What follows belongs to an exercise in optimizing a design on an open flow for small area, a short achievable clock period and few clock cycles per item; a production flow would make more cautious choices.
RTL that was checked went through simulation tests only; none was proved equivalent to the original.
For runs 1 and 2, only the layout was checked, not whether the RTL still works.
Power figures rest on the tool's default switching activity, not on a simulated workload.

==> config.mk <==
export PLATFORM = sky130hd
export DESIGN_NAME = spread_hash
export DESIGN_NICKNAME = spread_hash
export VERILOG_FILES = /design/flow/design.v
export SDC_FILE = /design/flow/constraint.sdc
export NUM_CORES = 4
export LEC_CHECK = 0
export CAP_MARGIN = 35
export CORE_AREA = 10 10 500 500
export DIE_AREA = 0 0 510 510
export SETUP_SLACK_MARGIN = 3.6
export SLEW_MARGIN = 35
==> flow/run.sh <==
#!/bin/bash
# The standard layout (standard.sh: standard synthesis unchanged), except that the
# buffer that buffer_ports puts on every input and output port is the smallest buffer
# cell instead of the default choice (every port still gets its own buffer).
set -euo pipefail
export BUFFER_PORTS_ARGS="-buffer_cell sky130_fd_sc_hd__buf_1"
bash standard.sh finish > standard_flow.log 2>&1
==> constraint.sdc <==
create_clock -name core_clock -period 7.0 [get_ports {clk}]
set_input_delay 1.4000 -clock core_clock [delete_from_list [all_inputs] [get_ports {clk}]]
set_output_delay 1.4000 -clock core_clock [all_outputs]
set_load 0.01 [all_outputs]
==> standard.sh <==
#!/bin/bash
# synth_recipe.tcl (not shown) runs the flow's synth.tcl, then flattens the netlist and writes it again
# the make line also repeats each setting of config.mk as NAME=value (left out here)
make -C /OpenROAD-flow-scripts/flow DESIGN_CONFIG=/design/flow/config.mk WORK_HOME=/design/flow/orfs CLKGATE_MAP_FILE= SYNTH_SCRIPT=/design/flow/synth_recipe.tcl "${@:-finish}"
==> design.v <==
module spread_hash (
    input  wire          clk,
    input  wire          rst,         
    input  wire          start,       
    input  wire          kind,        
    input  wire [63:0]   mask,        
    input  wire [1023:0] words,       
    input  wire [31:0]   seed,        
    input  wire [319:0]  key,         
    output reg           done,        
    output wire [31:0]   hash
);
    localparam [511:0] CRC_L16 = 512'h8fc847e423f211f908fc047e8df746fbacb5d992e301fe487f24b05ad7e56bf235f91afc82b6ce93e8817440b5e8d53c6a9eba87d28be68dfc8e7e473f231f91;
    localparam [1023:0] CRC_L32 = 1024'h8fc8e57b47e472bd23f2395e11f91caf08fc8e57047e472b8df7c6ee46fbe377acb514c0d9926f1be301d2f6fe480c007f240600b05ae67bd7e596466bf2cb2335f965911afcb2c882b6bc1fce93bb74e88138c174409c60b5e8ab4bd53cb0de6a9e586fba87c94cd28b01dde68d6595fc8e57b17e472bd83f2395ec1f91caf6;
    reg          busy;        
    reg          st1;         
    reg          lh;          
    reg  [63:0]  pend;        
    reg  [63:0]  l1, l2;      
    reg  [7:0]   h1, h2, h3;  
    reg  [15:0]  w1, w2;      
    reg          v2;          
    reg  [31:0]  acc;         
    reg  [63:0]  kw;          
    reg  [9:0]   kptr;        
    assign hash = acc;
    reg  [7:0]   gb1, gb2;    
    reg  [7:0]   f1;          
    reg  [7:0]   f2a, f2b;    
    integer      g, k;
    always @* begin
        gb1[0] = 1'b0;
        gb2[0] = 1'b0;
        for (g = 1; g < 8; g = g + 1) begin
            gb1[g] = gb1[g-1] | h1[g-1];
            gb2[g] = gb2[g-1] | h2[g-1] | (gb1[g-1] & h1[g-1]);
        end
        for (g = 0; g < 8; g = g + 1) begin
            f1[g]  = h1[g] & ~gb1[g];
            f2a[g] = h2[g] & ~gb1[g];
            f2b[g] = h1[g] & gb1[g] & ~gb2[g];
        end
    end
    reg  [15:0]  ga [0:7];    
    reg  [15:0]  gb [0:7];    
    reg  [15:0]  rd1, rd2;
    reg  [63:0]  s1, s2;      
    always @* begin
        rd1 = 16'd0;
        rd2 = 16'd0;
        for (g = 0; g < 8; g = g + 1) begin
            ga[g] = 16'd0;
            gb[g] = 16'd0;
            for (k = 0; k < 8; k = k + 1) begin
                ga[g] = ga[g] | (words[16*(8*g+k) +: 16] & {16{l1[8*g+k]}});
                gb[g] = gb[g] | (words[16*(8*g+k) +: 16] & {16{l2[8*g+k]}});
                s1[8*g+k] = l1[8*g+k] & f1[g];
                s2[8*g+k] = (l2[8*g+k] & f2a[g]) | (l1[8*g+k] & f2b[g]);
            end
            rd1 = rd1 | (ga[g] & {16{f1[g]}});
            rd2 = rd2 | (gb[g] & {16{f2a[g]}}) | (ga[g] & {16{f2b[g]}});
        end
    end
    wire [63:0]  pend_next = start ? mask : (pend & ~s1 & ~s2);
    reg  [63:0]  nl1, nl2;
    reg  [7:0]   nh1, nh2, nh3;
    reg          e1, e2, e3;
    always @* begin
        for (g = 0; g < 8; g = g + 1) begin
            e1 = 1'b0;
            e2 = 1'b0;
            e3 = 1'b0;
            for (k = 0; k < 8; k = k + 1) begin
                nl1[8*g+k] = pend_next[8*g+k] & ~e1;
                nl2[8*g+k] = pend_next[8*g+k] & e1 & ~e2;
                e3 = e3 | (e2 & pend_next[8*g+k]);
                e2 = e2 | (e1 & pend_next[8*g+k]);
                e1 = e1 | pend_next[8*g+k];
            end
            nh1[g] = e1;
            nh2[g] = e2;
            nh3[g] = e3;
        end
    end
    reg          a1, a2, a3;  
    always @* begin
        a1 = 1'b0;
        a2 = 1'b0;
        a3 = 1'b0;
        for (g = 0; g < 8; g = g + 1) begin
            a3 = a3 | h3[g] | (a2 & h1[g]) | (a1 & h2[g]);
            a2 = a2 | h2[g] | (a1 & h1[g]);
            a1 = a1 | h1[g];
        end
    end
    wire         last_read = ~a3;
    reg  [31:0]  kpair;       
    reg  [63:0]  kinit;       
    integer      m, c;
    always @* begin
        kpair = 32'd0;
        for (c = 0; c < 10; c = c + 1)
            for (m = 0; m < 32; m = m + 1)
                kpair[m] = kpair[m] | (key[319 - 32*c - m] & kptr[c]);
        for (m = 0; m < 64; m = m + 1)
            kinit[m] = key[319 - m];
    end
    wire [15:0]  b1 = {w1[7:0], w1[15:8]};
    wire [15:0]  b2 = {w2[7:0], w2[15:8]};
    wire [15:0]  t1 = acc[15:0] ^ b1;
    wire [31:0]  t2 = acc ^ {b2, b1};
    reg  [31:0]  crc_a, crc_b;
    integer      o;
    always @* begin
        for (o = 0; o < 32; o = o + 1) begin
            crc_a[o] = (o < 16 ? acc[o + 16] : 1'b0) ^ (^(t1 & CRC_L16[16*o +: 16]));
            crc_b[o] = ^(t2 & CRC_L32[32*o +: 32]);
        end
    end
    wire [31:0]  crc_next = v2 ? crc_b : crc_a;
    wire [31:0]  tin;
    genvar       gj;
    generate
        for (gj = 0; gj < 16; gj = gj + 1) begin : g_in
            assign tin[gj]      = w1[15 - gj];
            assign tin[16 + gj] = w2[15 - gj];
        end
    endgenerate
    function [7:0] hank8;                     
        input [7:0]  x;
        input [14:0] h;
        integer      qq;
        begin
            for (qq = 0; qq < 8; qq = qq + 1)
                hank8[qq] = ^(x & h[qq +: 8]);
        end
    endfunction
    function [15:0] hank16;
        input [15:0] x;
        input [30:0] h;
        reg   [7:0]  p;
        begin
            p = hank8(x[7:0] ^ x[15:8], h[22:8]);
            hank16[7:0]  = p ^ hank8(x[7:0],  h[14:0]  ^ h[22:8]);
            hank16[15:8] = p ^ hank8(x[15:8], h[30:16] ^ h[22:8]);
        end
    endfunction
    wire [15:0]  tp  = hank16(tin[15:0] ^ tin[31:16], kw[46:16]);
    wire [15:0]  ty0 = tp ^ hank16(tin[15:0],  kw[30:0]  ^ kw[46:16]);
    wire [15:0]  ty1 = tp ^ hank16(tin[31:16], kw[62:32] ^ kw[46:16]);
    wire [31:0]  ty  = {ty1, ty0};            
    reg  [31:0]  tpz_next;
    integer      q;
    always @* begin
        for (q = 0; q < 32; q = q + 1)
            tpz_next[31 - q] = acc[31 - q] ^ ty[q];
    end
    always @(posedge clk) begin
        pend <= pend_next;
        l1   <= nl1;
        l2   <= nl2;
        h1   <= nh1;
        h2   <= nh2;
        h3   <= nh3;
        w1   <= rd1;
        w2   <= rd2;
        v2   <= f2a != 8'd0 || f2b != 8'd0;
        acc  <= st1 ? (kind ? 32'd0 : seed) : (kind ? tpz_next : crc_next);
        kw   <= st1 ? kinit : {kpair, kw[63:32]};
        kptr <= st1 ? 10'd4 : {kptr[8:0], kptr[9]};
        if (rst) begin
            busy <= 1'b0;
            st1  <= 1'b0;
            lh   <= 1'b0;
            done <= 1'b0;
        end else begin
            st1  <= start;
            lh   <= busy && h1 != 8'd0 && last_read;
            done <= lh || (st1 && h1 == 8'd0);
            busy <= start || (busy && !(lh || (st1 && h1 == 8'd0)));
        end
    end
endmodule
==> flow_summary.rst, run 1 <==
.. list-table::
   :header-rows: 1

   * - Metric
     - Value
   * - Crit share post-route
     - between 50% and 60%
   * - Hold Crit Endpoint
     - done
   * - Source-to-sink clock delay at the later pin of the worst-skew pair
     - 0.73 ns
   * - Syn Std Cell Area
     - around 0.04 mm²
   * - Count of routing violations after the opening detailed-route iteration
     - around 9600
   * - Total GRT Usage
     - 28.2%
   * - Filler-free cell count of the finished design
     - 9810
   * - Syn. warnings
     - 3
   * - CTS root buffer
     - sky130_fd_sc_hd__clkbuf_16
   * - Post-layout minimum cycle time
     - 3.55 ns
   * - Share of the synthesized area in compound gates (AO/OA/AOI/OAI)
     - between 30% and 40%
   * - Leading cell types by total area after synthesis
     - sky130_fd_sc_hd__dfxtp_1 (17%), sky130_fd_sc_hd__a22oi_1 (17%), sky130_fd_sc_hd__xnor2_1 (17%)
   * - Number of flops mapped to enable cells by yosys
     - 0
   * - Cells on worst reg2reg path
     - 8
   * - Slew @ Worst Pin
     - 1.23 ns
   * - Combinational family with the most area after synthesis
     - compound AO/OA/AOI/OAI gates
   * - Run status
     - finished clean
   * - Count of distinct cell types in the synthesized netlist
     - 96
   * - Synthesized-area fraction occupied by and/or/nand/nor cells
     - between 10% and 20%
   * - Cell total after placement
     - 9537
   * - Maximum number of pins on one net before global-route repair
     - 62
   * - Avg Inst Size Synth
     - 7.75 µm²
   * - Worst relative slew slack
     - 17.9%
   * - # setup viols final
     - 0
   * - Vias in the first global route
     - 51442
   * - Clock Pin Slew Worst Setup and Hold Paths
     - 0.07 ns
   * - Number of DRC violations after detailed routing
     - 0
   * - RSZ-0062 raised after global routing
     - yes
   * - Width of the die
     - 510 µm
   * - Post-detailed-route via-to-cell ratio
     - 5.60
   * - Largest fanout on the critical path
     - 4
   * - Ratio of total power to cell area
     - 769 mW/mm²
   * - Combinational fraction of design power
     - a little under nine tenths
   * - Bufs on Longest Clock Path
     - 3
   * - Static leakage power
     - between 15 and 20 nW
   * - Syn Inst Count
     - 5153
   * - XOR/XNOR share of the synthesized area
     - 27.5%
   * - Top-count cell post-synth
     - sky130_fd_sc_hd__a22oi_1
   * - Final-layout setup total negative slack
     - 0 ns
   * - Worst voltage drop across the vdd grid
     - just over 700 µV
   * - Critical path data arrival time
     - 4.21 ns
   * - Max-cap viol count
     - 0
   * - Effective utilization at floorplan
     - around 17%
   * - Sequential group share of total power
     - 8.3%
   * - Commonest cells in the netlist
     - sky130_fd_sc_hd__a22oi_1 (890), sky130_fd_sc_hd__xnor2_1 (754), sky130_fd_sc_hd__nand2_1 (489), sky130_fd_sc_hd__nor2_1 (428), sky130_fd_sc_hd__clkbuf_1 (357)
   * - Hold_buf cts
     - 0
   * - Fill cell count
     - 26963
   * - Flip-flop and latch count after synthesis
     - ~340
   * - Share of synthesized area occupied by flip-flops and latches
     - 17.2%
   * - Clock tree from TritonCTS
     - built
   * - Share of the synthesized area in the top cell type
     - 17.2%
   * - Crit Reg-Reg Startpoint
     - acc[21]
   * - DIE HEIGHT
     - slightly above 500 µm
   * - Hold slack final
     - 0.473 ns
   * - Synthesized-area fraction occupied by adder cells
     - 0.150%
   * - Number of max-slew violations in the final report
     - 0
   * - P&R area growth vs syn
     - 33.3%
   * - Final routed wirelength across all metal layers
     - 393 mm
   * - Cell type contributing the most total cell area after synthesis
     - sky130_fd_sc_hd__dfxtp_1
   * - Num CTS Buffers
     - between 40 and 50
   * - Number of ports placed on the die boundary
     - around 1500
   * - Number of nets in the finished design
     - slightly below 8000
   * - Fmax achieved
     - about 0.28 GHz
   * - Final weighted congestion in routability-driven placement
     - 1.05
   * - Startpoint kind of the worst setup timing path
     - flip-flop
   * - Fraction of synthesis flops using an asynchronous set or reset pin
     - 0%
   * - Fraction of power spent switching nets
     - 52.5%
   * - Dpl hpwl
     - 333 mm
   * - Die area
     - ~0.26 mm²
   * - Commonest register cell after synthesis
     - sky130_fd_sc_hd__dfxtp_1
   * - Count of input and output buffers
     - approximately 1500
   * - Hold path startpoint
     - lh
   * - Total number of H-tree levels
     - 2
   * - Final hold vios
     - 0
   * - Wire length of the first global-routing pass
     - 500 mm
   * - Worst path required time
     - between 7 and 8 ns
   * - Crit path capture type
     - flip-flop
   * - Worst R2R End
     - acc[16]
   * - Post-DRT Antenna Nets
     - 0
   * - Number of antenna violations at the first check in global routing
     - 232
   * - Setup slack, reg-to-reg
     - 3.45 ns
   * - Internal Dissipation
     - 19.5 mW
   * - Clock skew after layout
     - 0.0617 ns
   * - Mux contribution to synthesized area
     - 1.10%
   * - Synth Net Count
     - roughly 6600
   * - Total congestion overflow after global routing
     - 0
   * - WL/cell
     - 40.0 µm
   * - Core region area
     - 0.238 mm²
   * - Number of search-and-repair iterations in the first detailed-routing pass
     - 10
   * - Type of the tightest min-delay check
     - reg2reg
   * - Post-layout power
     - 41.0 mW
   * - Count of vias placed by the detailed router
     - approximately 55000
   * - Clock group share of total power
     - 6.4%
   * - Net load switching power
     - 21.5 mW
   * - CTS sink count
     - 343
   * - # rows
     - 179
   * - Setup Crit Path Kind
     - reg2reg
   * - Ratio of cells with drive above 1 in the final layout
     - 10.2%
   * - Hold path cells
     - 2
placed cells by master, fill, tap and decap left out, drive strengths merged, types with 16 or more instances in the layout:
| cell type | n |
|---|---|
| a2111oi | 18 |
| a211oi | 76 |
| a21oi | 135 |
| a221oi | 46 |
| a222oi | 169 |
| a22oi | 892 |
| a31oi | 105 |
| a41oi | 26 |
| and2 | 25 |
| buf | 1686 |
| clkbuf | 64 |
| clkinv | 17 |
| dfxtp | 343 |
| diode | 143 |
| inv | 93 |
| mux2 | 28 |
| nand2 | 491 |
| nand2b | 16 |
| nand3 | 104 |
| nand4 | 113 |
| nor2 | 429 |
| nor2b | 23 |
| nor3 | 63 |
| nor4 | 20 |
| o211ai | 41 |
| o21ai | 152 |
| xnor2 | 800 |
| xnor3 | 71 |
| xor2 | 222 |
critical path, stage by stage (launching register included):
cell	delay [ns]
sky130_fd_sc_hd__dfxtp_1	0.67
sky130_fd_sc_hd__xnor2_1	0.35
sky130_fd_sc_hd__xnor2_1	0.62
sky130_fd_sc_hd__xnor2_1	0.32
sky130_fd_sc_hd__xnor2_1	0.49
sky130_fd_sc_hd__xnor2_1	0.13
sky130_fd_sc_hd__a211oi_1	0.59
sky130_fd_sc_hd__a21oi_1	0.16
sky130_fd_sc_hd__o21ai_1	0.16
final cells by class:
type / count / area, µm² / share of cell area [%]
Antenna cell: 143 / 358 / 0.672
Sequential cell: 343 / 6940 / 13.0
Clock inverter: 27 / 295 / 0.554
Timing Repair Buffer: 1689 / 7260 / 13.6
Clock buffer: 61 / 1290 / 2.42
Inverter: 91 / 355 / 0.667
Multi-Input combinational cell: 4289 / 32800 / 61.6
Tap cell: 3167 / 3960 / 7.44
flip-flops by register name, indices dropped and copies added, names as in the netlist:
name,count
h2,8
h1,8
done,1
st1,1
kw,64
l1,64
w1,16
kptr,10
acc,32
w2,16
l2,56
h3,8
v2,1
busy,1
pend,56
lh,1
stage by stage:
step | instance area (µm²) | utilization, % | setup slack [ns]
2_1_floorplan | 40000 | - | 3.56
3_3_place_gp | 49200 | 20.6 | 2.20
3_5_place_dp | 49400 | 20.7 | 2.18
4_1_cts | 52000 | 21.8 | 3.43
5_1_grt | 53000 | 22.2 | 3.46
6_report | 53300 | 22.3 | 3.45
logic make-up after synthesis:
| group | Yosys count |
|---|---|
| compound gates | 1800 |
| simple gates | 1350 |
| xor+xnor | 1093 |
| buf+inv | 521 |
| flops | 343 |
| mux | 40 |
| fa+ha+maj | 6 |
routing by layer:
layer  global-route usage [%]  wire (µm)  up-vias
met5                        0        557        -
met4                     16.6      30600       84
met3                     11.4      50200     1305
met2                     45.0     173000     5089
met1                     31.5     139000    26192
li1                         -          -    22294
power groups by stage:
stage	Clock (mW)	Sequential (mW)	Combinational (mW)
2_1_floorplan	0	2.70	23.7
3_3_place_gp	0	3.32	32.9
3_5_place_dp	0	3.31	32.9
4_1_cts	2.65	3.30	33.4
5_1_grt	2.72	3.36	36.2
6_report	2.61	3.39	35.0
how the worst max path moves through the flow:
stage	slack (ns)	startpoint	cells after the start	end
4_1_cts	3.43	kw[28]	9	acc[16]
3_3_place_gp	2.20	start	11	h2[0]
5_1_grt	3.46	kw[37]	9	acc[6]
2_1_floorplan	3.56	start	11	l2[23]
3_5_place_dp	2.18	start	10	h2[1]
6_report	3.45	acc[21]	8	acc[16]
what timing repair did:
item	in CTS	in global routing
setup buffers	11	29
endpoints found under the setup margin	151	69
gates cloned	0	0
resized for setup	136	94
pin swaps	7	9
endpoints found under the hold margin	0	0
==> run 2: changes to the inputs <==
--- a/config.mk
+++ b/config.mk
@@ -8,5 +8,5 @@
 export CAP_MARGIN = 35
 export CORE_AREA = 10 10 500 500
 export DIE_AREA = 0 0 510 510
-export SETUP_SLACK_MARGIN = 3.6
+export SETUP_SLACK_MARGIN = 3.8
 export SLEW_MARGIN = 35
==> run 2 against run 1 <==
Still clean; largest cell class unchanged; synthesized area is the same; largest power group unchanged; highest routed layer unchanged; fmax grew 7.2%; flip-flop and latch count is the same.
==> flow_summary.rst, run 2 <==
.. list-table::
   :header-rows: 1

   * - Metric
     - Value
   * - Met2 routed wirelength
     - 175 mm (+1.2%)
   * - Clock Pin Slew Worst Setup and Hold Paths
     - 0.08 ns (about the same)
   * - Commonest register cell after synthesis
     - sky130_fd_sc_hd__dfxtp_1
   * - Slew @ Worst Pin
     - 1.20 ns (-0.0302 ns)
   * - Number of nets in the finished design
     - 8032 (+1.6%)
   * - WL/cell
     - 40.7 µm (+1.6%)
   * - Highest metal layer with signal wires
     - met5
   * - Static leakage power
     - 18.4 nW (+6.8%)
   * - Number of antenna violations at the first check in global routing
     - 255 (+9.9%)
   * - Total congestion overflow after global routing
     - 0 (unchanged)
   * - Crit path capture type
     - flip-flop
   * - Hold path cells
     - 2 (unchanged)
   * - Number of flops mapped to enable cells by yosys
     - 0 (unchanged)
   * - Clock skew after layout
     - 0.0427 ns (-0.0190 ns)
   * - Type of the tightest min-delay check
     - reg2reg
   * - Internal Dissipation
     - 20.8 mW (+6.9%)
   * - Commonest cells in the netlist
     - sky130_fd_sc_hd__a22oi_1 (890), sky130_fd_sc_hd__xnor2_1 (754), sky130_fd_sc_hd__nand2_1 (489), sky130_fd_sc_hd__nor2_1 (428), sky130_fd_sc_hd__clkbuf_1 (357)
   * - Core region area
     - 0.238 mm² (unchanged)
   * - Post-DRT Antenna Nets
     - 0 (unchanged)
   * - Fmax achieved
     - 0.302 GHz (+7.2%)
   * - Vias in the first global route
     - 51770 (+0.64%)
   * - Count of distinct cell types in the synthesized netlist
     - 96 (unchanged)
   * - Leading cell types by total area after synthesis
     - sky130_fd_sc_hd__dfxtp_1 (17%), sky130_fd_sc_hd__a22oi_1 (17%), sky130_fd_sc_hd__xnor2_1 (17%)
   * - Avg Inst Size Synth
     - 7.75 µm² (unchanged)
   * - Setup slack, reg-to-reg
     - 3.69 ns (+0.24 ns)
   * - Cell type contributing the most total cell area after synthesis
     - sky130_fd_sc_hd__dfxtp_1
   * - Effective utilization at floorplan
     - 16.8% (unchanged)
   * - Count of routing violations after the opening detailed-route iteration
     - 10562 (+11%)
   * - CTS sink count
     - 343 (unchanged)
   * - Startpoint kind of the worst setup timing path
     - flip-flop
   * - Worst path required time
     - 7.56 ns (-0.10 ns)
   * - Clock group share of total power
     - 6.4% (about the same)
   * - # rows
     - 179 (unchanged)
   * - Max-cap viol count
     - 0 (unchanged)
   * - DIE HEIGHT
     - 510 µm (unchanged)
   * - Wire length of the first global-routing pass
     - 509 mm (+1.9%)
   * - Final hold vios
     - 0 (unchanged)
   * - Hold Crit Endpoint
     - busy
   * - Cells on worst reg2reg path
     - 9 (+1)
   * - Flip-flop and latch count after synthesis
     - 343 (unchanged)
   * - Met1 layer wirelength in the final routing
     - 141 mm (+1.9%)
   * - Count of input and output buffers
     - 1476 (unchanged)
   * - Num CTS Buffers
     - 49 (unchanged)
   * - Setup Crit Path Kind
     - reg2reg
   * - Met3 layer wire length in the routed design
     - 54.4 mm (+8.3%)
   * - Crit share post-route
     - 47.3% (-3.4 points)
   * - Hold path startpoint
     - busy
   * - Run status
     - finished clean
   * - Top library cells by usage in the layout, fill and taps aside
     - sky130_fd_sc_hd__buf_1 (1473), sky130_fd_sc_hd__a22oi_1 (887), sky130_fd_sc_hd__xnor2_1 (648)
   * - CTS root buffer
     - sky130_fd_sc_hd__clkbuf_16
   * - Ratio of cells with drive above 1 in the final layout
     - 13.7% (+3.4 points)
   * - Number of search-and-repair iterations in the first detailed-routing pass
     - 13 (+3)
   * - Bufs on Longest Clock Path
     - 3 (unchanged)
   * - Area after DPL
     - 0.0497 mm² (+0.57%)
   * - Worst relative slew slack
     - 19.2% (+1.2 points)
   * - Syn Std Cell Area
     - 0.0399 mm² (unchanged)
   * - Share of the synthesized area in the top cell type
     - 17.2% (unchanged)
   * - Total GRT Usage
     - 28.8% (+0.67 points)
   * - Post-layout minimum cycle time
     - 3.31 ns (-0.240 ns)
   * - Final std cell area, no fill
     - 0.0559 mm² (+5.0%)
   * - Total number of H-tree levels
     - 2 (unchanged)
   * - Width of the die
     - 510 µm (unchanged)
   * - Top-count cell post-synth
     - sky130_fd_sc_hd__a22oi_1
   * - Critical path data arrival time
     - 3.87 ns (-0.34 ns)
   * - Hold_buf cts
     - 0 (unchanged)
   * - Most common library cell in the layout ignoring fill and taps
     - sky130_fd_sc_hd__buf_1
   * - Final routed wirelength across all metal layers
     - 404 mm (+2.9%)
   * - Final-layout setup total negative slack
     - 0 ns (unchanged)
   * - Largest registers
     - kw: 64 flops, l1: 64 flops
   * - Largest fanout on the critical path
     - 4 (unchanged)
   * - Synth Net Count
     - 6597 (unchanged)
   * - Worst voltage drop across the vdd grid
     - 791 µV (+12%)
   * - # setup viols final
     - 0 (unchanged)
   * - Share of synthesized area occupied by flip-flops and latches
     - 17.2% (unchanged)
   * - Combinational fraction of design power
     - 85.7% (+0.3 points)
   * - RSZ-0062 raised after global routing
     - yes
   * - Source-to-sink clock delay at the later pin of the worst-skew pair
     - 0.72 ns (about the same)
   * - Die area
     - 0.260 mm² (unchanged)
   * - Fraction of power spent switching nets
     - 52.6% (+0.096 points)
   * - Ratio of total power to cell area
     - 784 mW/mm² (+2.0%)
   * - Count of vias placed by the detailed router
     - 56071 (+2.0%)
   * - Maximum number of pins on one net before global-route repair
     - 79 (+27%)
   * - Number of max-slew violations in the final report
     - 0 (unchanged)
   * - Crit Reg-Reg Startpoint
     - acc[31]
   * - Clock tree from TritonCTS
     - built
   * - Syn. warnings
     - 3 (unchanged)
   * - Worst R2R End
     - acc[3]
   * - Fraction of synthesis flops using an asynchronous set or reset pin
     - 0% (unchanged)
   * - P&R area growth vs syn
     - 40.0%
   * - Dpl hpwl
     - 340 mm (+2.2%)
   * - Sequential group share of total power
     - 7.9% (-0.4 points)
   * - Syn Inst Count
     - 5153 (unchanged)
   * - Post-detailed-route via-to-cell ratio
     - 5.64 (+0.72%)
   * - Net load switching power
     - 23.1 mW (+7.3%)
   * - Number of ports placed on the die boundary
     - 1477 (unchanged)
   * - Final weighted congestion in routability-driven placement
     - 1.07 (+1.8%)
   * - Number of DRC violations after detailed routing
     - 0 (unchanged)
run 2: cell counts after synthesis:
Identical to the previous run, type by type.
run 2: cells by family (layout without fill, tap and decap cells):
kind of cell	count (synthesis)	count (layout)	synth area share, %
other	0	140	0
DFF	343	343	17.2
xor gates and xnor gates	1093	1094	27.5
AOI/OAI and AO/OA	1800	1800	33.7
buffers and inverters	521	1996	5.16
muxes	40	40	1.10
adders and majority gates	6	6	0.150
and+or+nand+nor	1350	1350	15.2
run 2: cell type report:
class / count / area [µm²]
clock inverter: 33 / 422
multi-input combinational: 4290 / 33900
antenna: 140 / 350
sequential: 343 / 7020
timing repair buffer: 1813 / 8590
fill: 26791 / 182000
inverter: 91 / 358
clock buffer: 59 / 1320
tap: 3167 / 3960
run 2: repair_timing:
| item | 4_1_cts | 5_1_grt |
|---|---|---|
| gates resized for setup | 251 | 214 |
| setup endpoints to repair | 176 | 75 |
| gates cloned | 0 | 2 |
| setup buffers | 41 | 92 |
| pin swaps | 20 | 62 |
| hold endpoints to repair | 0 | 0 |
run 2: worst max path at each step:
stage / endpoint / cells after the start / startpoint / slack, ns
global placement: h3[5] / 11 / start / 2.17
detailed placement: h3[5] / 11 / start / 2.18
global route: h3[7] / 13 / h1[1] / 3.72
finish: acc[3] / 9 / acc[31] / 3.69
floorplan: h3[6] / 10 / start / 3.78
CTS: acc[2] / 11 / w2[1] / 3.61
run 2: worst max-delay path: stages (launching register included):
cell and delay [ns]:
sky130_fd_sc_hd__dfxtp_1 0.82, sky130_fd_sc_hd__xnor2_2 0.29, sky130_fd_sc_hd__xnor2_2 0.43, sky130_fd_sc_hd__xnor2_1 0.26
sky130_fd_sc_hd__xnor2_1 0.14, sky130_fd_sc_hd__xnor2_1 0.21, sky130_fd_sc_hd__xor2_1 0.35, sky130_fd_sc_hd__a21oi_1 0.13
sky130_fd_sc_hd__a22oi_1 0.29, sky130_fd_sc_hd__o21ai_1 0.24
run 2: per-layer routing:
| layer | track usage (%) | vias up |
|---|---|---|
| met1 | 32.5 | 27047 |
| met4 | 17.6 | 90 |
| met5 | 0 | - |
| met3 | 12.0 | 1267 |
| li1 | - | 22552 |
| met2 | 45.3 | 5115 |
run 2: per-stage QoR:
stage	total power [mW]	hold slack [ns]	utilization, %	cells	setup slack (ns)
after floorplan	26.4	0.424	-	5153	3.78
after global placement	37.1	0.458	20.8	9564	2.17
after detailed placement	37.1	0.477	20.9	9567	2.18
after CTS	41.2	0.491	22.4	9700	3.61
after global routing	44.9	0.532	23.4	9871	3.72
final	43.9	0.488	23.5	9936	3.69
run 2: power groups by stage:
| stage | sequential [mW] | combinational, mW | clock (mW) |
|---|---|---|---|
| 2_1_floorplan | 2.70 | 23.7 | 0 |
| 3_3_place_gp | 3.34 | 33.8 | 0 |
| 3_5_place_dp | 3.33 | 33.8 | 0 |
| 4_1_cts | 3.36 | 35.0 | 2.90 |
| 5_1_grt | 3.42 | 38.5 | 2.94 |
| 6_report | 3.45 | 37.6 | 2.82 |
==> run 3: changes to the inputs <==
--- a/design.v
+++ b/design.v
@@ -17,7 +17,7 @@
     reg          lh;          
     reg  [63:0]  pend;        
     reg  [63:0]  l1, l2;      
-    reg  [7:0]   h1, h2, h3;  
+    reg  [7:0]   h1, h2;      
     reg  [15:0]  w1, w2;      
     reg          v2;          
     reg  [31:0]  acc;         
@@ -63,37 +63,22 @@
     end
     wire [63:0]  pend_next = start ? mask : (pend & ~s1 & ~s2);
     reg  [63:0]  nl1, nl2;
-    reg  [7:0]   nh1, nh2, nh3;
-    reg          e1, e2, e3;
+    reg  [7:0]   nh1, nh2;
+    reg          e1, e2;
     always @* begin
         for (g = 0; g < 8; g = g + 1) begin
             e1 = 1'b0;
             e2 = 1'b0;
-            e3 = 1'b0;
             for (k = 0; k < 8; k = k + 1) begin
                 nl1[8*g+k] = pend_next[8*g+k] & ~e1;
                 nl2[8*g+k] = pend_next[8*g+k] & e1 & ~e2;
-                e3 = e3 | (e2 & pend_next[8*g+k]);
                 e2 = e2 | (e1 & pend_next[8*g+k]);
                 e1 = e1 | pend_next[8*g+k];
             end
             nh1[g] = e1;
             nh2[g] = e2;
-            nh3[g] = e3;
         end
     end
-    reg          a1, a2, a3;  
-    always @* begin
-        a1 = 1'b0;
-        a2 = 1'b0;
-        a3 = 1'b0;
-        for (g = 0; g < 8; g = g + 1) begin
-            a3 = a3 | h3[g] | (a2 & h1[g]) | (a1 & h2[g]);
-            a2 = a2 | h2[g] | (a1 & h1[g]);
-            a1 = a1 | h1[g];
-        end
-    end
-    wire         last_read = ~a3;
     reg  [31:0]  kpair;       
     reg  [63:0]  kinit;       
     integer      m, c;
@@ -161,7 +146,6 @@
         l2   <= nl2;
         h1   <= nh1;
         h2   <= nh2;
-        h3   <= nh3;
         w1   <= rd1;
         w2   <= rd2;
         v2   <= f2a != 8'd0 || f2b != 8'd0;
@@ -175,7 +159,7 @@
             done <= 1'b0;
         end else begin
             st1  <= start;
-            lh   <= busy && h1 != 8'd0 && last_read;
+            lh   <= busy && h1 != 8'd0 && pend_next == 64'd0;
             done <= lh || (st1 && h1 == 8'd0);
             busy <= start || (busy && !(lh || (st1 && h1 == 8'd0)));
         end
==> flow/run.sh (replaced) <==
#!/bin/bash
# The standard layout (standard.sh: standard synthesis unchanged), with two changes
# to how the layout is made:
#  - the buffer that buffer_ports puts on every input and output port is the smallest
#    buffer cell instead of the default choice (every port still gets its own buffer);
#  - pins on the top and bottom edges may use met4 as well as met2, so that the
#    1477 pins fit on the edges of a smaller die at the usual two-track spacing.
set -euo pipefail
export BUFFER_PORTS_ARGS="-buffer_cell sky130_fd_sc_hd__buf_1"
export IO_PLACER_V="met2 met4"
bash standard.sh finish > standard_flow.log 2>&1
--- a/config.mk
+++ b/config.mk
@@ -6,7 +6,7 @@
 export NUM_CORES = 4
 export LEC_CHECK = 0
 export CAP_MARGIN = 35
-export CORE_AREA = 10 10 500 500
-export DIE_AREA = 0 0 510 510
-export SETUP_SLACK_MARGIN = 3.8
+export CORE_AREA = 10 10 370 370
+export DIE_AREA = 0 0 380 380
+export SETUP_SLACK_MARGIN = 4.5
 export SLEW_MARGIN = 35
==> run 3 against run 2 <==
Clock skew grew 0.0050 ns; synthesized cell count shrank 2.1%; combinational power grew 22%; synthesized area shrank 1.3%; non-clock buffer count grew 488; cell area grew 14%; global-route usage grew 17 points; final cell count shrank 10%; critical path depth shrank 2; die area shrank 44%; sequential share of layout area shrank 1.5 points; fmax grew 4.0%.
==> flow_summary.rst, run 3 <==
.. list-table::
   :header-rows: 1

   * - Metric
     - Value
   * - Fill cell count
     - 12168 (-55%)
   * - Fmax achieved
     - 0.314 GHz (+4.0%)
   * - Crit path capture type
     - flip-flop
   * - Crit Reg-Reg Startpoint
     - w1[7]
   * - Most used cell, CP
     - sky130_fd_sc_hd__nand4_1
   * - Post-layout utilization of the core
     - 49.5% (+26 points)
   * - Number of nets in the finished design
     - 8413 (+4.7%)
   * - Flip-flop and latch count after synthesis
     - 335 (-2.3%)
   * - Count of vias placed by the detailed router
     - 58866 (+5.0%)
   * - Num CTS Buffers
     - 40 (-18%)
   * - CTS root buffer
     - sky130_fd_sc_hd__clkbuf_16
   * - Worst relative slew slack
     - 29.7% (+11 points)
   * - Ratio of total power to cell area
     - 803 mW/mm² (+2.3%)
   * - Number of max-slew violations in the final report
     - 0 (unchanged)
   * - Type of the tightest min-delay check
     - reg2reg
   * - RSZ-0062 raised after global routing
     - yes
   * - Post-detailed-route via-to-cell ratio
     - 6.59 (+17%)
   * - # rows
     - 132 (-26%)
   * - Share of synthesized area occupied by flip-flops and latches
     - 17.0% (-0.18 points)
   * - Width of the die
     - 380 µm (-25%)
   * - Number of antenna violations at the first check in global routing
     - 227 (-11%)
   * - Number of DRC violations after detailed routing
     - 0 (unchanged)
   * - Vias in the first global route
     - 55765 (+7.7%)
   * - Hold path startpoint
     - kw[63]
   * - Largest fanout on the critical path
     - 2 (-2)
   * - Slowest stage cell on the critical path
     - sky130_fd_sc_hd__a2111oi_4
   * - Post-layout minimum cycle time
     - 3.18 ns (-0.127 ns)
   * - # setup viols final
     - 0 (unchanged)
   * - Total number of H-tree levels
     - 2 (unchanged)
   * - Effective utilization at floorplan
     - 30.5% (+14 points)
   * - Die area
     - 0.144 mm² (-44%)
   * - Internal Dissipation
     - 26.4 mW (+27%)
   * - Ratio of cells with drive above 1 in the final layout
     - 28.8% (+15 points)
   * - Crit share post-route
     - 45.5% (-1.8 points)
   * - Post-DRT Antenna Nets
     - 0 (unchanged)
   * - Hold path cells
     - 1 (-1)
   * - Slowest stage delay, CP
     - 0.67 ns (-0.15 ns)
   * - Cells on worst reg2reg path
     - 11 (+2)
   * - P&R area growth vs syn
     - 62.2%
   * - Final weighted congestion in routability-driven placement
     - 1.10 (+2.8%)
   * - Wire length of the first global-routing pass
     - 474 mm (-7.0%)
   * - DIE HEIGHT
     - 380 µm (-25%)
   * - Total congestion overflow after global routing
     - 0 (unchanged)
   * - Max-cap viol count
     - 0 (unchanged)
   * - Leading cell types by total area after synthesis
     - sky130_fd_sc_hd__dfxtp_1 (17%), sky130_fd_sc_hd__a22oi_1 (17%), sky130_fd_sc_hd__xnor2_1 (17%)
   * - Most common library cell in the layout ignoring fill and taps
     - sky130_fd_sc_hd__buf_1
   * - Commonest register cell after synthesis
     - sky130_fd_sc_hd__dfxtp_1
   * - Core region area
     - 0.129 mm² (-46%)
   * - Ordered cell list for the critical path
     - buf_1 > a22oi_1 > nand4_1 > a2111oi_4 > nand4_1 > a211oi_2 > nand2_1
   * - Final routed wirelength across all metal layers
     - 363 mm (-10%)
   * - Commonest cells in the netlist
     - sky130_fd_sc_hd__a22oi_1 (880), sky130_fd_sc_hd__xnor2_1 (745), sky130_fd_sc_hd__nand2_1 (478), sky130_fd_sc_hd__nor2_1 (435), sky130_fd_sc_hd__clkbuf_1 (352)
   * - Count of routing violations after the opening detailed-route iteration
     - 9917 (-6.1%)
   * - Startpoint kind of the worst setup timing path
     - primary input
   * - Minimum setup slack in the final design
     - 3.82 ns (+0.127 ns)
   * - Hold slack final
     - 0.485 ns (-0.00308 ns)
   * - Avg Inst Size Synth
     - 7.82 µm² (+0.83%)
   * - Combinational fraction of design power
     - 89.0% (+3.3 points)
   * - Number of ports placed on the die boundary
     - 1477 (unchanged)
   * - Syn Std Cell Area
     - 0.0394 mm² (-1.3%)
   * - Run status
     - finished clean
   * - Share of the synthesized area in the top cell type
     - 17.0% (-0.18 points)
   * - CTS sink count
     - 335 (-2.3%)
   * - Net load switching power
     - 24.9 mW (+8.1%)
   * - Critical path data arrival time
     - 3.64 ns (-0.23 ns)
   * - Dpl hpwl
     - 279 mm (-18%)
   * - Number of flops mapped to enable cells by yosys
     - 0 (unchanged)
   * - Post-placement worst setup slack
     - 2.84 ns (+0.657 ns)
   * - Worst path required time
     - 7.45 ns (-0.11 ns)
   * - Slew @ Worst Pin
     - 1.05 ns (-0.147 ns)
   * - Worst voltage drop across the vdd grid
     - 773 µV (-2.4%)
   * - Final-layout setup total negative slack
     - 0 ns (unchanged)
   * - Syn. warnings
     - 3 (unchanged)
   * - Total GRT Usage
     - 45.9% (+17 points)
   * - Cell type contributing the most total cell area after synthesis
     - sky130_fd_sc_hd__dfxtp_1
   * - Count of distinct cell types in the synthesized netlist
     - 98 (+2.1%)
   * - Setup Crit Path Kind
     - in2reg
   * - Number of search-and-repair iterations in the first detailed-routing pass
     - 10 (-3)
   * - Sequential group share of total power
     - 6.5% (-1.4 points)
   * - Largest registers
     - kw: 64 flops, l1: 64 flops
   * - Clock skew after layout
     - 0.0477 ns (+0.00496 ns)
   * - Maximum number of pins on one net before global-route repair
     - 74 (-6.3%)
   * - Area after DPL
     - 0.0473 mm² (-4.9%)
   * - Fraction of power spent switching nets
     - 48.6% (-4.0 points)
   * - Final std cell area, no fill
     - 0.0639 mm² (+14%)
   * - Bufs on Longest Clock Path
     - 3 (unchanged)
   * - Final hold vios
     - 0 (unchanged)
   * - Synth Net Count
     - 6489 (-1.6%)
   * - Clock group share of total power
     - 4.5% (-1.9 points)
   * - Top-count cell post-synth
     - sky130_fd_sc_hd__a22oi_1
   * - WL/cell
     - 40.7 µm (about the same)
   * - Fraction of synthesis flops using an asynchronous set or reset pin
     - 0% (unchanged)
   * - Top library cells by usage in the layout, fill and taps aside
     - sky130_fd_sc_hd__buf_1 (1412), sky130_fd_sc_hd__a22oi_1 (852), sky130_fd_sc_hd__buf_4 (562)
   * - Static leakage power
     - 22.5 nW (+22%)
   * - Source-to-sink clock delay at the later pin of the worst-skew pair
     - 0.64 ns (-0.08 ns)
   * - Count of input and output buffers
     - 1476 (unchanged)
   * - Worst setup path startpoint
     - words[603]
   * - Syn Inst Count
     - 5045 (-2.1%)
   * - Clock tree from TritonCTS
     - built
   * - Clock Pin Slew Worst Setup and Hold Paths
     - 0.07 ns (about the same)
run 3: cell types whose count changed after synthesis, sizes merged, moves of 16 or more:
cell / change
a211oi: -19
a31oi: +16
and4: +30
nand4: -20
o21ai: -36
xnor2: +18
run 3: metrics by stage:
stage | cells | power [mW]
6_report | 8934 | 51.3
5_1_grt | 8903 | 52.6
4_1_cts | 8541 | 46.6
3_5_place_dp | 7950 | 36.0
3_3_place_gp | 7950 | 35.9
2_1_floorplan | 5045 | 26.9
run 3: logic make-up after synthesis:
kind of cell	count (synthesis)	share of synthesized area [%]
compound gates	1704	32.3
xor+xnor	1109	28.6
fa+ha+maj	4	0.105
buf+inv	509	5.16
flops	335	17.0
mux	43	1.20
simple gates	1341	15.7
run 3: final cells by class:
type / instances / area, µm² / share of cell area (%)
Clock inverter: 12 / 156 / 0.245
Sequential cell: 335 / 7070 / 11.1
Timing Repair Buffer: 2301 / 14500 / 22.7
Tap cell: 1742 / 2180 / 3.41
Antenna cell: 193 / 483 / 0.755
Clock buffer: 60 / 1200 / 1.87
Multi-Input combinational cell: 4202 / 38000 / 59.3
Inverter: 86 / 365 / 0.571
Timing Repair inverter: 3 / 36.3 / 0.0567
run 3: critical path: cells and delay by family:
family / cells / cell delay (ns)
AND/OR/NAND/NOR: 3 / 0.97
buffers and inverters: 1 / 0.12
AO/OA/AOI/OAI: 3 / 1.13
run 3: timing repair:
item,in CTS,in global routing
gates cloned,13,4
pin swaps,414,357
resized for setup,1078,429
setup buffers,506,196
setup endpoints to repair,233,170
hold buffers,0,0
run 3: power groups by stage:
stage	combinational, mW	clock [mW]	sequential [mW]
global route	46.9	2.36	3.33
CTS	41.0	2.28	3.31
global placement	32.6	0	3.30
detailed placement	32.7	0	3.30
finish	45.7	2.29	3.33
floorplan	24.2	0	2.70
run 3: worst paths after layout:
path                            endpoint  slack [ns]
worst max-delay path              w2[11]        3.82
worst min-delay path              kw[31]        0.48
worst max register to register   acc[31]        3.94
worst min register to register    kw[31]        0.48
run 3: layer usage:
layer	track usage, %	wire (µm)
met3	16.2	46700
met4	43.6	46000
met2	69.6	153000
met5	1.35	438
met1	49.4	117000
Testbench counts of run 3, summed over its fixed seeds: cycles 20,313, items 1,920.
==> run 4: changes to the inputs <==
--- a/config.mk
+++ b/config.mk
@@ -6,7 +6,7 @@
 export NUM_CORES = 4
 export LEC_CHECK = 0
 export CAP_MARGIN = 35
-export CORE_AREA = 10 10 370 370
-export DIE_AREA = 0 0 380 380
-export SETUP_SLACK_MARGIN = 4.5
+export CORE_AREA = 10 10 390 390
+export DIE_AREA = 0 0 400 400
+export SETUP_SLACK_MARGIN = 3.6
 export SLEW_MARGIN = 35
==> run 4 against run 3 <==
Wire length down 2.4%; synthesized cell count unchanged; synthesized area unchanged; sequential share of layout area up 2.4 points; setup slack worse by 0.48 ns; fmax down 13%; core utilization down 14 points; largest power group unchanged; flip-flop and latch count unchanged; via count down 7.6%; sequential power down 2%; clock power down 3%; still clean; cell area down 21%.
==> flow_summary.rst, run 4 <==
.. list-table::
   :header-rows: 1

   * - Metric
     - Value
   * - Run status
     - finished clean
   * - Combinational fraction of design power
     - 86.4% (-2.6 points)
   * - Sequential group share of total power
     - 8.1% (+1.6 points)
   * - Worst voltage drop across the vdd grid
     - 1190 µV (+54%)
   * - Clock Pin Slew Worst Setup and Hold Paths
     - 0.06 ns (about the same)
   * - Maximum number of pins on one net before global-route repair
     - 68 (-8.1%)
   * - Total GRT Usage
     - 41.1% (-4.8 points)
   * - Final-layout setup total negative slack
     - 0 ns (unchanged)
   * - Flip-flop and latch count after synthesis
     - 335 (unchanged)
   * - Most common library cell in the layout ignoring fill and taps
     - sky130_fd_sc_hd__buf_1
   * - # rows
     - 139 (+5.3%)
   * - Clock skew after layout
     - 0.0258 ns (-0.0218 ns)
   * - Effective utilization at floorplan
     - 27.5% (-3.0 points)
   * - Highest metal layer with signal wires
     - met5
   * - Syn Inst Count
     - 5045 (unchanged)
   * - Count of routing violations after the opening detailed-route iteration
     - 9571 (-3.5%)
   * - Fraction of synthesis flops using an asynchronous set or reset pin
     - 0% (unchanged)
   * - Final weighted congestion in routability-driven placement
     - 1.06 (-3.4%)
   * - Worst path required time
     - 7.43 ns (-0.02 ns)
   * - Hold_buf cts
     - 0 (unchanged)
   * - Count of distinct cell types in the synthesized netlist
     - 98 (unchanged)
   * - Share of synthesized area occupied by flip-flops and latches
     - 17.0% (unchanged)
   * - Total number of H-tree levels
     - 2 (unchanged)
   * - Post-detailed-route via-to-cell ratio
     - 6.42 (-2.5%)
   * - Cell type contributing the most total cell area after synthesis
     - sky130_fd_sc_hd__dfxtp_1
   * - Post-layout minimum cycle time
     - 3.66 ns (+0.480 ns)
   * - Source-to-sink clock delay at the later pin of the worst-skew pair
     - 0.65 ns (about the same)
   * - Syn. warnings
     - 3 (unchanged)
   * - P&R area growth vs syn
     - 27.8%
   * - Met2 routed wirelength
     - 156 mm (+2.3%)
   * - Top library cells by usage in the layout, fill and taps aside
     - sky130_fd_sc_hd__buf_1 (1474), sky130_fd_sc_hd__a22oi_1 (879), sky130_fd_sc_hd__xnor2_1 (689)
   * - Final hold vios
     - 0 (unchanged)
   * - Bufs on Longest Clock Path
     - 3 (unchanged)
   * - Number of antenna violations at the first check in global routing
     - 260 (+15%)
   * - RSZ-0062 raised after global routing
     - yes
   * - Met1 layer wirelength in the final routing
     - 114 mm (-2.6%)
   * - Static leakage power
     - 16.5 nW (-27%)
   * - Type of the tightest min-delay check
     - reg2reg
   * - Fraction of power spent switching nets
     - 52.4% (+3.8 points)
   * - Post-layout utilization of the core
     - 35.1% (-14 points)
   * - Wire length of the first global-routing pass
     - 457 mm (-3.5%)
   * - Commonest cells in the netlist
     - sky130_fd_sc_hd__a22oi_1 (880), sky130_fd_sc_hd__xnor2_1 (745), sky130_fd_sc_hd__nand2_1 (478), sky130_fd_sc_hd__nor2_1 (435), sky130_fd_sc_hd__clkbuf_1 (352)
   * - Top-count cell post-synth
     - sky130_fd_sc_hd__a22oi_1
   * - Syn Std Cell Area
     - 0.0394 mm² (unchanged)
   * - Slowest stage cell on the critical path
     - sky130_fd_sc_hd__dfxtp_1
   * - Number of nets in the finished design
     - 7772 (-7.6%)
   * - Internal Dissipation
     - 19.2 mW (-27%)
   * - Post-DRT Antenna Nets
     - 0 (unchanged)
   * - Width of the die
     - 400 µm (+5.3%)
   * - Number of flops mapped to enable cells by yosys
     - 0 (unchanged)
   * - Num CTS Buffers
     - 42 (+5.0%)
   * - Dpl hpwl
     - 291 mm (+4.4%)
   * - Startpoint kind of the worst setup timing path
     - flip-flop
   * - Leading cell types by total area after synthesis
     - sky130_fd_sc_hd__dfxtp_1 (17%), sky130_fd_sc_hd__a22oi_1 (17%), sky130_fd_sc_hd__xnor2_1 (17%)
   * - Crit path capture type
     - flip-flop
   * - Post-placement worst setup slack
     - 2.12 ns (-0.723 ns)
   * - CTS sink count
     - 335 (unchanged)
   * - Met3 layer wire length in the routed design
     - 39.9 mm (-15%)
   * - Core region area
     - 0.143 mm² (+11%)
   * - Crit share post-route
     - 52.3% (+6.9 points)
   * - Filler-free cell count of the finished design
     - 8469 (-5.2%)
   * - Slew @ Worst Pin
     - 1.11 ns (+0.0623 ns)
   * - Largest fanout on the critical path
     - 12 (+10)
   * - Total congestion overflow after global routing
     - 0 (unchanged)
   * - Final routed wirelength across all metal layers
     - 354 mm (-2.4%)
   * - Ordered cell list for the critical path
     - nor3_2 > nand3_2 > buf_4 > a31oi_1 > nor4_1 > o21ai_0 > nor3_1 > nand2_1
   * - Ratio of cells with drive above 1 in the final layout
     - 9.35% (-19 points)
   * - Die area
     - 0.160 mm² (+11%)
   * - Count of vias placed by the detailed router
     - 54380 (-7.6%)
   * - Avg Inst Size Synth
     - 7.82 µm² (unchanged)
   * - Fmax achieved
     - 0.273 GHz (-13%)
   * - Number of search-and-repair iterations in the first detailed-routing pass
     - 12 (+2)
   * - Synth Net Count
     - 6489 (unchanged)
   * - Slowest stage delay, CP
     - 0.69 ns (+0.02 ns)
   * - Critical path data arrival time
     - 4.09 ns (+0.45 ns)
   * - Worst Path Buf+Inv
     - 1 (unchanged)
   * - Largest registers
     - kw: 64 flops, l1: 64 flops
   * - Count of input and output buffers
     - 1476 (unchanged)
   * - Clock group share of total power
     - 5.5% (+1.0 points)
   * - Setup Crit Path Kind
     - reg2reg
   * - Max-cap viol count
     - 0 (unchanged)
   * - Minimum setup slack in the final design
     - 3.34 ns (-0.480 ns)
   * - WL/cell
     - 41.8 µm (+2.9%)
   * - DIE HEIGHT
     - 400 µm (+5.3%)
   * - Clock tree from TritonCTS
     - built
   * - Ratio of total power to cell area
     - 800 mW/mm² (-0.31%)
   * - Number of max-slew violations in the final report
     - 0 (unchanged)
   * - # setup viols final
     - 0 (unchanged)
   * - Family with the most delay on the worst path
     - simple AND/OR/NAND/NOR gates
   * - Number of ports placed on the die boundary
     - 1477 (unchanged)
   * - Vias in the first global route
     - 51409 (-7.8%)
   * - Worst relative slew slack
     - 25.3% (-4.4 points)
   * - Cell total after placement
     - 8147 (+2.5%)
   * - CTS root buffer
     - sky130_fd_sc_hd__clkbuf_16
   * - Share of the synthesized area in the top cell type
     - 17.0% (unchanged)
   * - Number of DRC violations after detailed routing
     - 0 (unchanged)
   * - Net load switching power
     - 21.1 mW (-15%)
   * - Commonest register cell after synthesis
     - sky130_fd_sc_hd__dfxtp_1
run 4: worst paths after layout:
path           from  endpoint  slack, ns  cells after the start
min          kw[62]    kw[30]       0.51                      1
max           h1[5]    w2[15]       3.34                      8
max reg2reg   h1[5]    w2[15]       3.34                      8
min reg2reg  kw[62]    kw[30]       0.51                      1
run 4: per-layer routing:
layer | global-route usage, % | vias up
li1 | - | 21803
met1 | 43.7 | 25764
met2 | 65.5 | 5134
met3 | 11.5 | 1627
met4 | 38.7 | 52
met5 | 0.212 | -
run 4: cells by family after synthesis:
| kind of cell | after synthesis | synth area share, % |
|---|---|---|
| compound gates | 1704 | 32.3 |
| simple gates | 1341 | 15.7 |
| xor+xnor | 1109 | 28.6 |
| buf+inv | 509 | 5.16 |
| flops | 335 | 17.0 |
| mux | 43 | 1.20 |
| fa+ha+maj | 4 | 0.105 |
run 4: power groups by stage:
| stage | registers (mW) | logic (mW) | clock network [mW] |
|---|---|---|---|
| 6_report | 3.26 | 34.8 | 2.23 |
| 5_1_grt | 3.26 | 36.3 | 2.30 |
| 4_1_cts | 3.20 | 33.8 | 2.23 |
| 3_5_place_dp | 3.21 | 33.2 | 0 |
| 3_3_place_gp | 3.21 | 33.2 | 0 |
| 2_1_floorplan | 2.68 | 24.1 | 0 |
run 4: timing repair:
action | CTS | global route
buffers inserted | 0 | 37
gates resized for setup | 87 | 91
pin swaps | 2 | 16
gates cloned | 0 | 2
endpoints found under the setup margin | 111 | 45
run 4: metrics by stage:
stage | hold slack [ns] | area (µm²) | total power, mW
6_report | 0.512 | 50400 | 40.3
5_1_grt | 0.524 | 50300 | 41.8
4_1_cts | 0.519 | 48800 | 39.2
3_5_place_dp | 0.503 | 46900 | 36.4
3_3_place_gp | 0.498 | 46800 | 36.4
2_1_floorplan | 0.424 | 39500 | 26.7
run 4: cell type report:
class,count,area [µm²]
Timing Repair Buffer,1661,7060
Sequential cell,335,6770
Tap cell,1903,2380
Fill cell,15686,93100
Multi-Input combinational cell,4202,32000
Antenna cell,210,526
Inverter,86,330
Clock inverter,17,148
Clock buffer,55,1170

## port drivers added, routing unchanged
How much do the figures lean on ideal ports? The routed layouts below were timed once more, with nothing changed but the port constraints.
Step 1 (the two cells are an assumption about what drives the block):
set clk [get_ports {clk}]
set_driving_cell -lib_cell sky130_fd_sc_hd__clkbuf_16 $clk
set_driving_cell -lib_cell sky130_fd_sc_hd__buf_2 [delete_from_list [all_inputs] $clk]
Step 2 times the ports against the registers' clock, not the clock port: input delays grow and output delays shrink by t, the midpoint of the rising clock arrivals with the driver on.
Slacks: ideal ports / drivers / drivers and shift; pairs: ideal ports / drivers.
| run | t (ns) | slack for setup (ns) | pins driven straight from the clock port |
|---|---|---|---|
| run 1 | 0.812 | 3.450 / 3.450 / 2.935 | 1 |
| run 2 | 0.806 | 3.690 / 3.680 / 2.978 | 1 |
| run 3 | 0.690 | 3.817 / 3.814 / 3.124 | 1 |
| run 4 | 0.711 | 3.337 / 3.337 / 2.715 | 1 |
After both steps setup and hold are still met in every run listed. For run 2, which loses most, drivers alone change the setup slack by -0.010 ns; drivers and shift together by -0.712 ns.
